What follows belongs to an exercise in optimizing a design on an open flow for small area; a production flow would make more cautious choices. Function was checked by simulation only, so behaviour that the tests miss may differ from the original. Power figures rest on the tool's default switching activity, not on a simulated workload.

## design/flow/run.sh

```bash
#!/bin/bash
# synth_recipe.tcl (not shown) runs the flow's synth.tcl, then flattens the netlist and writes it again
# the make line also repeats each setting of config.mk as NAME=value (left out here)
make -C /OpenROAD-flow-scripts/flow DESIGN_CONFIG=/design/flow/config.mk WORK_HOME=/design/flow/orfs CLKGATE_MAP_FILE= SYNTH_SCRIPT=/design/flow/synth_recipe.tcl finish
```

## design/flow/config.mk

```make
export PLATFORM = sky130hd
export DESIGN_NAME = tod_counter
export DESIGN_NICKNAME = tod_counter
export VERILOG_FILES = /design/flow/design.v
export SDC_FILE = /design/flow/constraint.sdc
export NUM_CORES = 4
export LEC_CHECK = 0
export ABC_AREA = 1
export CAP_MARGIN = 20
export CORE_MARGIN = 2
export CORE_UTILIZATION = 40
export SLEW_MARGIN = 20
```

## design/flow/constraint.sdc

```tcl
create_clock -name core_clock -period 12.0 [get_ports {clk}]
set_input_delay 2.4000 -clock core_clock [delete_from_list [all_inputs] [get_ports {clk}]]
set_output_delay 2.4000 -clock core_clock [all_outputs]
set_load 0.01 [all_outputs]
```

## design/flow/design.v

```verilog
module tod_counter (
    input             clk,
    input             rst_n,
    input             cmd_valid,
    output            cmd_ready,
    input      [31:0] cmd_w6,
    input      [31:0] cmd_w7,
    input      [31:0] cmd_w8,
    input      [31:0] cmd_w9,
    output reg        cpl_valid,
    output            cpl_ok,
    output     [31:0] cpl_res0,
    output     [31:0] cpl_res1,
    output     [31:0] tod_ns,
    output     [31:0] tod_frac,
    output     [29:0] tod_subsec,
    output     [31:0] tod_wraps,
    output     [63:0] tod_inc,
    output reg        pps,
    output reg        wrap
);
    localparam [30:0] SECOND = 31'd1_000_000_000;
    localparam [21:0] MOD5   = 22'd1_953_125;       
    localparam [20:0] MOD5M1 = 21'd1_953_124;       
    function [64:0] radd(input [63:0] a, input [63:0] b, input cin, input integer w);
        integer i;
        reg c;
        begin
            radd = 65'd0;
            c = cin;
            for (i = 0; i < 64; i = i + 1) begin
                if (i < w) begin
                    radd[i] = a[i] ^ b[i] ^ c;
                    c = (a[i] & b[i]) | (c & (a[i] ^ b[i]));
                end
            end
            radd[64] = c;
            for (i = 0; i < 64; i = i + 1)
                if (i == w) radd[i] = c;
        end
    endfunction
    reg [63:0] acc;
    reg [29:0] subsec;
    reg [31:0] wraps;
    reg [23:0] dinc;        
    reg [31:0] hold;        
    reg [3:0]  cnt;         
    reg        f_ok, f_rate, f_r2;
    wire       inc_s = dinc[23];
    assign tod_ns     = acc[63:32];
    assign tod_frac   = acc[31:0];
    assign tod_subsec = subsec;
    assign tod_wraps  = wraps;
    assign tod_inc    = {30'd0, ~inc_s, {9{inc_s}}, dinc};
    wire [2:0] kind = cmd_w6[2:0];
    wire       lock = cmd_w6[8];
    wire       w9z  = (cmd_w9 == 32'd0);
    wire       rsv_w6   = (|cmd_w6[31:9]) | (|cmd_w6[7:3]);
    wire       rsv_word = ((kind == 3'd2 || kind == 3'd3) && !w9z) ||
                          ((kind == 3'd4) && ((cmd_w7 | cmd_w8 | cmd_w9) != 32'd0));
    wire       rsv_lock = lock && (kind == 3'd3 || kind == 3'd4);
    wire       bad_rsv  = rsv_w6 | rsv_word | rsv_lock;
    wire       bad_kind = (kind > 3'd2);
    wire [64:0] gt_sub = radd({32'd0, cmd_w8}, {32'd0, ~32'd999_999_999}, 1'b0, 32);
    wire [64:0] ge_min = radd({32'd0, cmd_w7}, {32'd0, ~32'hFFBE_76C9}, 1'b1, 32);
    wire [64:0] gt_max = radd({32'd0, cmd_w7}, {32'd0, ~32'h0041_8937}, 1'b0, 32);
    wire       bad_sub  = (kind == 3'd0) && gt_sub[32];
    wire       inc_ok   = ((cmd_w8 == 32'd1) && ge_min[32]) ||
                          ((cmd_w8 == 32'd2) && !gt_max[32]);
    wire       bad_inc  = (kind == 3'd2) && !inc_ok;
    wire       bad      = bad_rsv | bad_kind | bad_sub | bad_inc;
    wire       r2       = bad_rsv | (!bad_kind & (bad_sub | bad_inc));
    wire       set_ok  = !bad && (kind == 3'd0);
    wire       step_ok = !bad && (kind == 3'd1);
    wire       rate_ok = !bad && (kind == 3'd2);
    wire       last    = (cnt == 4'd14);
    assign cmd_ready   = !step_ok | last;
    wire       accept     = rst_n & cmd_valid & cmd_ready;
    wire       apply_set  = cmd_valid & set_ok;
    wire       apply_rate = cmd_valid & rate_ok;
    wire       apply_step = cmd_valid & step_ok & last;
    wire       mod_busy   = cmd_valid & step_ok & !last;
    wire        d_s = cmd_w8[31];
    wire [55:0] dq  = {d_s, d_s, cmd_w8[30:0], cmd_w7[31:9]};
    wire [3:0]  chunk = dq[55 - 4*cnt -: 4];
    wire [20:0] r_in  = (cnt == 4'd0) ? (d_s ? MOD5M1 : 21'd0) : hold[20:0];
    function [20:0] mstep(input [20:0] r, input b);
        reg [64:0] d;
        begin
            d = radd({42'd0, r, b}, {42'd0, ~MOD5}, 1'b1, 22);
            mstep = d[22] ? d[20:0] : {r[19:0], b};
        end
    endfunction
    wire [20:0] r1 = mstep(r_in, chunk[3]);
    wire [20:0] r2m = mstep(r1, chunk[2]);
    wire [20:0] r3 = mstep(r2m, chunk[1]);
    wire [20:0] r4 = mstep(r3, chunk[0]);
    wire [29:0] step_x = {hold[20:0], cmd_w7[8:0]};
    wire [23:0] dinc_sel = apply_rate ? cmd_w7[23:0] : dinc;
    wire        sel_s    = dinc_sel[23];
    wire [63:0] inc_sel  = {30'd0, ~sel_s, {9{sel_s}}, dinc_sel};
    wire [64:0] base_lo = radd({32'd0, acc[31:0]}, {32'd0, inc_sel[31:0]}, 1'b0, 32);
    wire [64:0] base_hi = radd({32'd0, acc[63:32]}, {32'd0, inc_sel[63:32]}, base_lo[32], 32);
    wire        c1      = base_lo[32];
    wire        carry64 = base_hi[32];
    wire [31:0] add_lo  = apply_step ? cmd_w9 : 32'd0;
    wire [31:0] add_hi  = apply_step ? cmd_w7 : 32'd0;
    wire [64:0] sum_lo  = radd({32'd0, base_lo[31:0]}, {32'd0, add_lo}, 1'b0, 32);
    wire [64:0] sum_hi  = radd({32'd0, base_hi[31:0]}, {32'd0, add_hi}, sum_lo[32], 32);
    wire        c2      = sum_lo[32];
    wire [29:0] x_add   = apply_step ? step_x : 30'd0;
    wire [64:0] s_sum1  = radd({34'd0, subsec}, {34'd0, x_add}, c1, 30);
    wire [64:0] s_sum2  = radd({33'd0, s_sum1[30:0]}, {62'd0, ~sel_s, sel_s}, c2, 31);
    wire [30:0] s_sum   = s_sum2[30:0];
    wire [64:0] s_sub   = radd({33'd0, s_sum}, {33'd0, ~SECOND}, 1'b1, 31);
    wire        s_ge    = s_sub[31];
    wire [30:0] s_red1  = s_ge ? s_sub[30:0] : s_sum;
    wire        s_ge2   = (s_red1[30:2] == SECOND[30:2]);
    wire [29:0] s_red   = s_ge2 ? {28'd0, s_red1[1:0]} : s_red1[29:0];
    wire        plain   = !(apply_set | apply_step);
    wire [64:0] wraps_inc = radd({32'd0, wraps}, 64'd0, carry64, 32);
    always @(posedge clk) begin
        if (!rst_n) begin
            acc    <= 64'd0;
            subsec <= 30'd0;
            wraps  <= 32'd0;
            dinc   <= 24'd0;
            pps    <= 1'b0;
            wrap   <= 1'b0;
        end else begin
            acc    <= apply_set ? {cmd_w7, cmd_w9} : {sum_hi[31:0], sum_lo[31:0]};
            subsec <= apply_set ? cmd_w8[29:0] : s_red;
            if (plain)
                wraps <= wraps_inc[31:0];
            dinc   <= dinc_sel;
            pps    <= plain & s_ge;
            wrap   <= plain & carry64;
        end
    end
    always @(posedge clk) begin
        if (!rst_n) begin
            cnt       <= 4'd0;
            cpl_valid <= 1'b0;
        end else begin
            cnt       <= mod_busy ? cnt + 4'd1 : 4'd0;
            cpl_valid <= accept;
        end
        f_ok   <= !bad;
        f_rate <= (kind == 3'd2);
        f_r2   <= r2;
        hold   <= mod_busy ? {acc[63:53], r4} : acc[63:32];
    end
    assign cpl_ok   = f_ok;
    assign cpl_res0 = !f_ok  ? {30'd0, f_r2, !f_r2} :
                      f_rate ? acc[63:32] : hold;
    assign cpl_res1 = (f_ok & !f_rate) ? acc[63:32] : 32'd0;
endmodule
```

==> summary.txt <==
[Yosys cell counts, types with 2 or more instances]
master | count | share of area
inv_1 | 321 | 0.074
nand2_1 | 309 | 0.071
nor2_1 | 268 | 0.062
o21ai_0 | 234 | 0.072
ha_1 | 196 | 0.15
dfxtp_1 | 192 | 0.24
fa_1 | 127 | 0.16
a21oi_1 | 114 | 0.035
clkbuf_1 | 61 | 0.014
o21ai_1 | 47 | 0.014
buf_4 | 45 | 0.021
nand3_1 | 41 | 0.013
buf_2 | 25 | 0.0077
nand4_1 | 20 | 0.0077
mux2i_1 | 19 | 0.012
or2_2 | 15 | 0.0057
nor3_1 | 12 | 0.0037
o211ai_1 | 12 | 0.0055
nor4_1 | 8 | 0.0031
o21ai_2 | 8 | 0.0043
xnor2_1 | 8 | 0.0043
inv_2 | 7 | 0.0016
nand2_2 | 5 | 0.0019
a21boi_2 | 4 | 0.0028
buf_6 | 4 | 0.0028
or2_1 | 4 | 0.0015
a21boi_0 | 3 | 0.0014
a21boi_1 | 3 | 0.0014
a31oi_1 | 3 | 0.0011
and3_1 | 3 | 0.0011
buf_1 | 2 | 0.00046
clkinv_1 | 2 | 0.00046
inv_4 | 2 | 0.00077
nand3_2 | 2 | 0.0012
nand3b_1 | 2 | 0.00092
nor3b_1 | 2 | 0.00092
or2_0 | 2 | 0.00077
or4_1 | 2 | 0.00092
xor2_1 | 2 | 0.0011
[sequential cells by signal (all words and copies together) (netlist names), 4 cells and up]
| signal | flops |
|---|---|
| dinc | 24 |
| hold | 32 |
| subsec | 30 |
| wraps | 32 |
| cnt | 4 |
| acc | 64 |
[per-stage QoR]
| step | std cells | setup slack, ps | setup TNS (ps) |
|---|---|---|---|
| 5_1_grt | 3378 | -15460 | -1222840 |
| 6_report | 3380 | -14900 | -1142260 |
| 3_3_place_gp | 3315 | -16020 | -1331210 |
| 2_1_floorplan | 2177 | -14420 | -1107970 |
| 3_5_place_dp | 3315 | -16250 | -1352240 |
| 4_1_cts | 3352 | -15400 | -1239440 |
[power breakdown]
part / leakage, nW / total (W) / internal (W) / switching, W
clock: 0.291 / 0.000607 / 0.000318 / 0.000289
combinational: 9.49 / 0.000515 / 0.000254 / 0.000261
sequential: 1.55 / 0.000642 / 0.000639 / 0.00000285
total: 11.3 / 0.00176 / 0.00121 / 0.000553
[layer usage]
metal	wire length (um)	global-route usage	vias up	share of wire
met5	72	0	-	0.0012
met4	2307	0.1105	12	0.037
met3	3495	0.05408	102	0.057
met2	29950	0.4803	498	0.49
met1	25710	0.3537	8017	0.42
li1	-	-	8168	-
[worst max-delay path, delay by kind of cell]
family          cells  cell delay [ps]
fa+ha+maj          64            22430
simple gates       11             1350
buf+inv             7              520
compound gates      2              350
xor+xnor            1              160
[worst paths after layout]
kind | from | endpoint | slack (ps) | depth (start not counted)
worst max-delay path | cmd_w6[2] | acc[63] | -14900 | 85
worst min register to register | acc[61] | hold[29] | 410 | 0
worst max register to register | cnt[0] | acc[63] | -11840 | 76
worst min-delay path | acc[61] | hold[29] | 410 | 0
[final cells by class]
| type | count | area [um^2] |
|---|---|---|
| Multi-Input combinational cell | 1517 | 12520 |
| Fill cell | 3562 | 14870 |
| Inverter | 333 | 1310 |
| Clock inverter | 12 | 143.9 |
| Clock buffer | 20 | 446.7 |
| Tap cell | 532 | 665.6 |
| Timing Repair Buffer | 768 | 6731 |
| Timing Repair inverter | 1 | 8.758 |
| Sequential cell | 192 | 3845 |
| Antenna cell | 5 | 12.51 |
[cell families (layout without fill, tap and decap cells)]
kind of cell / Yosys count / after routing
DFF: 192 / 192
muxes: 19 / 19
adders and majority gates: 323 / 323
xor gates and xnor gates: 10 / 10
and+or+nand+nor: 700 / 702
buffers and inverters: 470 / 1134
AOI/OAI and AO/OA: 433 / 433
other: 1 / 35
[what timing repair did]
item                                   CTS  global route
buffers inserted                         4            29
resized for setup                       42           588
pin swaps                               17           120
endpoints found under the hold margin    0             0
setup endpoints to repair              131           130
gates cloned                             1             2
==> results.toml <==
[timing]
rsz0062_at_grt = "true"
min_period_ps = 26900
fin_worst_skew_ps = 10.96
fmax_mhz = 37.17
hold_violations = 0
setup_viol = 128
fin_crit_sh = 2.242
hold-worst-slack_ps = 408.2
setup_slack_ps = -14900
slew_headroom = 0.1714
timing_max_transition_violations_final = 0
worstMarginPinSlew_ps = 1243

[critical_path]
critical_path.endpoint_type = "flop"
crit_required_ps = 12340
cpMaxStageDelayCell = "fa_2"
crit_path_max_incr_delay_ps = 440
cpMostUsedCell = "fa_2"
cp_max_fo = 3
critical_path_arrival_ps = 27240
path_class = "in2reg"
start_kind = "primary input"

[synth]
yosys.area_share.simple = 0.1789
avgSynthCellArea_um2 = 7.609
syn-cell-area_um2 = 16340
synth_edf_count = 0
ys_ff_latch = 192
synth_ff_type = "dfxtp_1"
yosys.cell_types.count = 51
synthCells = 2148
synth_adder_area_share = 0.3056
synth_top_family_by_area = "adder cells"
synth_xor_area_frac = 0.005359
ys.warnings.count = 1
synth_compound_area_frac = 0.1406
synth_seq_area_share = 0.2352
synthMuxAreaShare = 0.01164
async_flop_share = 0

[pwr]
totalPowerFinal_w = 0.001764
ir_drop_uv = 100.7
leakage_nw = 11.33
power.density_nw_per_um2 = 68.70

[min_path]
hp-class = "reg2reg"

[placement]
io_buffers = 359
dp.final_hpwl_um = 48300
place_congestion = 0.9098
postPlaceCellArea_um2 = 23210

[clock_network]
clock_latency_ps = 470
path_clk_slew_ps = 80
cts.root.buffer_cell = "clkbuf_16"
cts_buffers = 17
clkSinkCount = 192
cts.hold.buffers_added = 0
cts.path.max_buffers = 2
cts_tree = "done"
htreeDepth = 4

[run]
drv_cap = 0

[routing]
drt_iter0_markers = 883
ant_nets = 0
firstDrtPassIters = 7
num_vias = 16800
wl_um = 61540
wl_per_cell_um = 18.21
drc = 0
viasPerCell = 4.970

[grt]
grt-ovfl-total = 0
grt_pass1_vias = 16490
grt.total_usage = 0.2828
antenna_found_initial = 11
grt_max_degree = 103
grt_pass1_wl_um = 90840

[finish]
stdcell_area_um2 = 25680
layout-drive-gt1-share = 0.3394
layout.nets = 3284
final_common_cell = "buf_4"
final_cell_mix = "buf_4 (383), nand2_1 (283), inv_1 (264)"
areaGrowthSynthToFinish_pct = 57.14
utilization = 0.6333

[floorplanning]
core.rowCount = 74
ioPinCount = 390
initial_core_util = 0.4030
coreArea_um2 = 40550
die_area_um2 = 42490
die_w_um = 206.1
die_height_um = 206.1

[run_status]
violations = "negative setup slack"
outcome = "finished with violations"

## port drivers added, routing unchanged
The results above use ideal ports. As a check the final layout listed here was re-extracted and re-timed, cells and wires unchanged. Step 1, drivers: a clkbuf_16 drives clk and a buf_2 each remaining input, both assumed. Step 2 moves the port delays by t, midway between the first and last clock arrival at a register: inputs arrive t later, outputs are due t later. That takes back most of the time a late clock gives input paths. a / b / c = ideal / step 1 / step 2; a / b = the first two.
t (ns): 0.524
setup WS [ns]: -14.901 / -14.890 / -15.413
worst setup path after step 2: input to register
latest minus earliest clock arrival (ns): 0.011 / 0.011
For this run, drivers alone change the setup slack by +0.011 ns; drivers and shift together by -0.512 ns.
